Source: an optimization exercise on an open RTL-to-GDS flow (aim: small area, a short achievable clock period and few clock cycles per item). Production flows keep margins and buffers that such runs may drop.
In this exercise RTL edits were held to simulation tests only and were not proved equivalent to the original.

Design crc_unit, start of the top module:
module crc_unit (
    input  wire        clk,
    input  wire        rst,              
    input  wire [6:0]  cfg_width,        
    input  wire [63:0] cfg_poly,         
    input  wire [63:0] cfg_init,
    input  wire [63:0] cfg_xorout,
    input  wire [5:0]  cfg_opts,         
    input  wire [63:0] cfg_prefix,       
    input  wire [3:0]  cfg_prefix_len,   
    input  wire [11:0] cfg_alive_off,
    input  wire        in_valid,
    output wire        in_ready,
    input  wire        in_sof,
    input  wire        in_eof,
    input  wire [3:0]  in_count,         
    input  wire [63:0] in_data,          
    input  wire        discard,
    input  wire        rebase,
    output reg         res_valid,
    output reg  [63:0] res_value,
    output reg  [2:0]  res_verdict,      
    output reg  [31:0] messages,
    output reg  [31:0] rejections
);
Size in the first run: roughly 12000 cells after synthesis, ~490 I/O pins, about 92000 sq um of cells after synthesis.
clock: 45.0 ns
lec_check: 0
cap_margin: 20
core_margin: 2
core_utilization: 50
cts_cluster_diameter: 100
cts_cluster_size: 20
setup_slack_margin: 1.5
slew_margin: 20
synth_hierarchical: 1
buffer_ports_args: -buffer_cell sky130_fd_sc_hd__buf_1
standard.sh (not shown) runs the stock make flow with config.mk's settings and CLKGATE_MAP_FILE= SYNTH_SCRIPT=/design/flow/synth_recipe.tcl, a recipe that flattens the netlist after the stock synthesis.
==> flow/flow/run.sh <==
#!/bin/bash
# The standard layout (standard.sh: the standard synthesis and ORFS
# steps, unchanged), with two changes to how the layout is made:
#  - the port buffers that global placement puts on every input and output
#    are sky130_fd_sc_hd__buf_1 (the timing repair sizes up those on
#    slow paths) instead of the default delay cell;
#  - the timing repair steps (floorplan, CTS, global route) aim for more
#    setup slack than the default margin, so that they size up the gates on
#    the slowest paths.  The clock period and constraints are the standard flow's.
# The whole make output goes to standard.log; ORFS keeps each step's log
# under orfs/logs.
set -euo pipefail
echo "export BUFFER_PORTS_ARGS = -buffer_cell sky130_fd_sc_hd__buf_1" >> config.mk
bash standard.sh SETUP_SLACK_MARGIN=35.2 finish > standard.log 2>&1
The first run completed without violations.
Testbench counts at the start, summed over its fixed seeds: cycles 12,820, octets 87,825.
Next try:
--- a/flow/flow/run.sh
+++ b/flow/flow/run.sh
@@ -5,2 +5 @@
-#    are sky130_fd_sc_hd__buf_1 (the timing repair sizes up those on
-#    slow paths) instead of the default delay cell;
+#    are sky130_fd_sc_hd__buf_2 instead of the default delay cell;
@@ -13 +12 @@
-echo "export BUFFER_PORTS_ARGS = -buffer_cell sky130_fd_sc_hd__buf_1" >> config.mk
+echo "export BUFFER_PORTS_ARGS = -buffer_cell sky130_fd_sc_hd__buf_2" >> config.mk
Settings changed: BUFFER_PORTS_ARGS -buffer_cell sky130_fd_sc_hd__buf_1 to -buffer_cell sky130_fd_sc_hd__buf_2, CORE_UTILIZATION 50 to 30, CTS_CLUSTER_DIAMETER 100 to not set, CTS_CLUSTER_SIZE 20 to not set.
=> Design area came out higher by a few percent; worst setup slack is worse by 0.029 ns; die area rises by well over a third; sequential cell count does not change; synthesized area does not change; synthesized cell count stays the same; first-iteration DRC count decreases by roughly a tenth; critical path depth stays the same.
Next try:
--- a/flow/flow/run.sh
+++ b/flow/flow/run.sh
@@ -5 +5,2 @@
-#    are sky130_fd_sc_hd__buf_2 instead of the default delay cell;
+#    are sky130_fd_sc_hd__buf_1 (the timing repair sizes up those on
+#    slow paths) instead of the default delay cell;
@@ -12 +13 @@
-echo "export BUFFER_PORTS_ARGS = -buffer_cell sky130_fd_sc_hd__buf_2" >> config.mk
+echo "export BUFFER_PORTS_ARGS = -buffer_cell sky130_fd_sc_hd__buf_1" >> config.mk
Settings changed: BUFFER_PORTS_ARGS -buffer_cell sky130_fd_sc_hd__buf_2 to -buffer_cell sky130_fd_sc_hd__buf_1, CORE_UTILIZATION 30 to 50.
=> This time the run stopped in 5_1_grt. Area after synthesis is unchanged. Synthesized cell count is unchanged.
Next try:
--- a/flow/flow/run.sh
+++ b/flow/flow/run.sh
@@ -5,2 +5 @@
-#    are sky130_fd_sc_hd__buf_1 (the timing repair sizes up those on
-#    slow paths) instead of the default delay cell;
+#    are sky130_fd_sc_hd__buf_2 instead of the default delay cell;
@@ -13 +12 @@
-echo "export BUFFER_PORTS_ARGS = -buffer_cell sky130_fd_sc_hd__buf_1" >> config.mk
+echo "export BUFFER_PORTS_ARGS = -buffer_cell sky130_fd_sc_hd__buf_2" >> config.mk
Settings changed: BUFFER_PORTS_ARGS -buffer_cell sky130_fd_sc_hd__buf_1 to -buffer_cell sky130_fd_sc_hd__buf_2, CORE_UTILIZATION 50 to 40, CTS_CLUSTER_DIAMETER set to 100, CTS_CLUSTER_SIZE set to 20.
What happened: The new run went through all stages and came out clean. Area after synthesis stays the same. Synthesized cell count is unchanged.
Next try:
--- a/flow/flow/run.sh
+++ b/flow/flow/run.sh
@@ -5 +5,2 @@
-#    are sky130_fd_sc_hd__buf_2 instead of the default delay cell;
+#    are sky130_fd_sc_hd__buf_1 (the timing repair sizes up those on
+#    slow paths) instead of the default delay cell;
@@ -12 +13 @@
-echo "export BUFFER_PORTS_ARGS = -buffer_cell sky130_fd_sc_hd__buf_2" >> config.mk
+echo "export BUFFER_PORTS_ARGS = -buffer_cell sky130_fd_sc_hd__buf_1" >> config.mk
Settings changed: BUFFER_PORTS_ARGS -buffer_cell sky130_fd_sc_hd__buf_2 to -buffer_cell sky130_fd_sc_hd__buf_1, CORE_UTILIZATION 40 to 30.
- first-iteration DRC count goes up by 0.81%
- routed wire length goes up by 3.8%
- final area goes up by about 1.2%
- non-clock buffer count is unchanged
- flip-flop and latch count does not change
- setup slack degrades by 0.069 ns
- final cell count goes up by about 7%
Next try:
--- a/flow/flow/run.sh
+++ b/flow/flow/run.sh
@@ -5,2 +5 @@
-#    are sky130_fd_sc_hd__buf_1 (the timing repair sizes up those on
-#    slow paths) instead of the default delay cell;
+#    are sky130_fd_sc_hd__buf_2 instead of the default delay cell;
@@ -13 +12 @@
-echo "export BUFFER_PORTS_ARGS = -buffer_cell sky130_fd_sc_hd__buf_1" >> config.mk
+echo "export BUFFER_PORTS_ARGS = -buffer_cell sky130_fd_sc_hd__buf_2" >> config.mk
Settings changed: BUFFER_PORTS_ARGS -buffer_cell sky130_fd_sc_hd__buf_1 to -buffer_cell sky130_fd_sc_hd__buf_2.
The changed run produced a clean layout.
Worst hold slack improves by 0.013 ns.
Synthesized cell count does not change.
Final area hardly moves.
Via count stays flat.
Worst setup slack improved by 0.033 ns.
Wire length is higher slightly.

[static timing again, ports no longer ideal]
In the flow no input, the clock included, has a driving cell. The finished layouts below were timed again as built, in two steps. Step 1 (the two cells are an assumption about what drives the block):
set clk [get_ports {clk}]
set_driving_cell -lib_cell sky130_fd_sc_hd__clkbuf_16 $clk
set_driving_cell -lib_cell sky130_fd_sc_hd__buf_2 [delete_from_list [all_inputs] $clk]
Step 2, shift: input delay + t, output delay - t, t = (earliest + latest rising clock arrival at the registers) / 2. This alone moves slack from input paths to output paths. Slacks: no drivers / after step 1 / after step 2; pairs: no drivers / after step 1.
run | t, ns | setup WS [ns] | worst hold slack (ns) | worst setup path at the end | worst slew at a driven data input, ns
the first run | 0.803 | 34.761 / 34.666 / 34.378 | 0.413 / 0.413 / 0.413 | input to register | 0.18
the second run | 0.827 | 34.732 / 34.624 / 34.256 | 0.423 / 0.423 / 0.423 | input to register | 0.23
the fourth run | 0.788 | 34.769 / 34.675 / 34.321 | 0.422 / 0.422 / 0.422 | input to register | 0.25
the fifth run | 0.839 | 34.700 / 34.590 / 34.288 | 0.423 / 0.423 / 0.423 | input to register | 0.16
the sixth run | 0.833 | 34.733 / 34.627 / 34.287 | 0.436 / 0.436 / 0.436 | input to register | 0.23
After both steps every run listed still meets setup and hold. For the second run, which loses most, drivers alone change the setup slack by -0.108 ns; drivers and shift together by -0.476 ns.
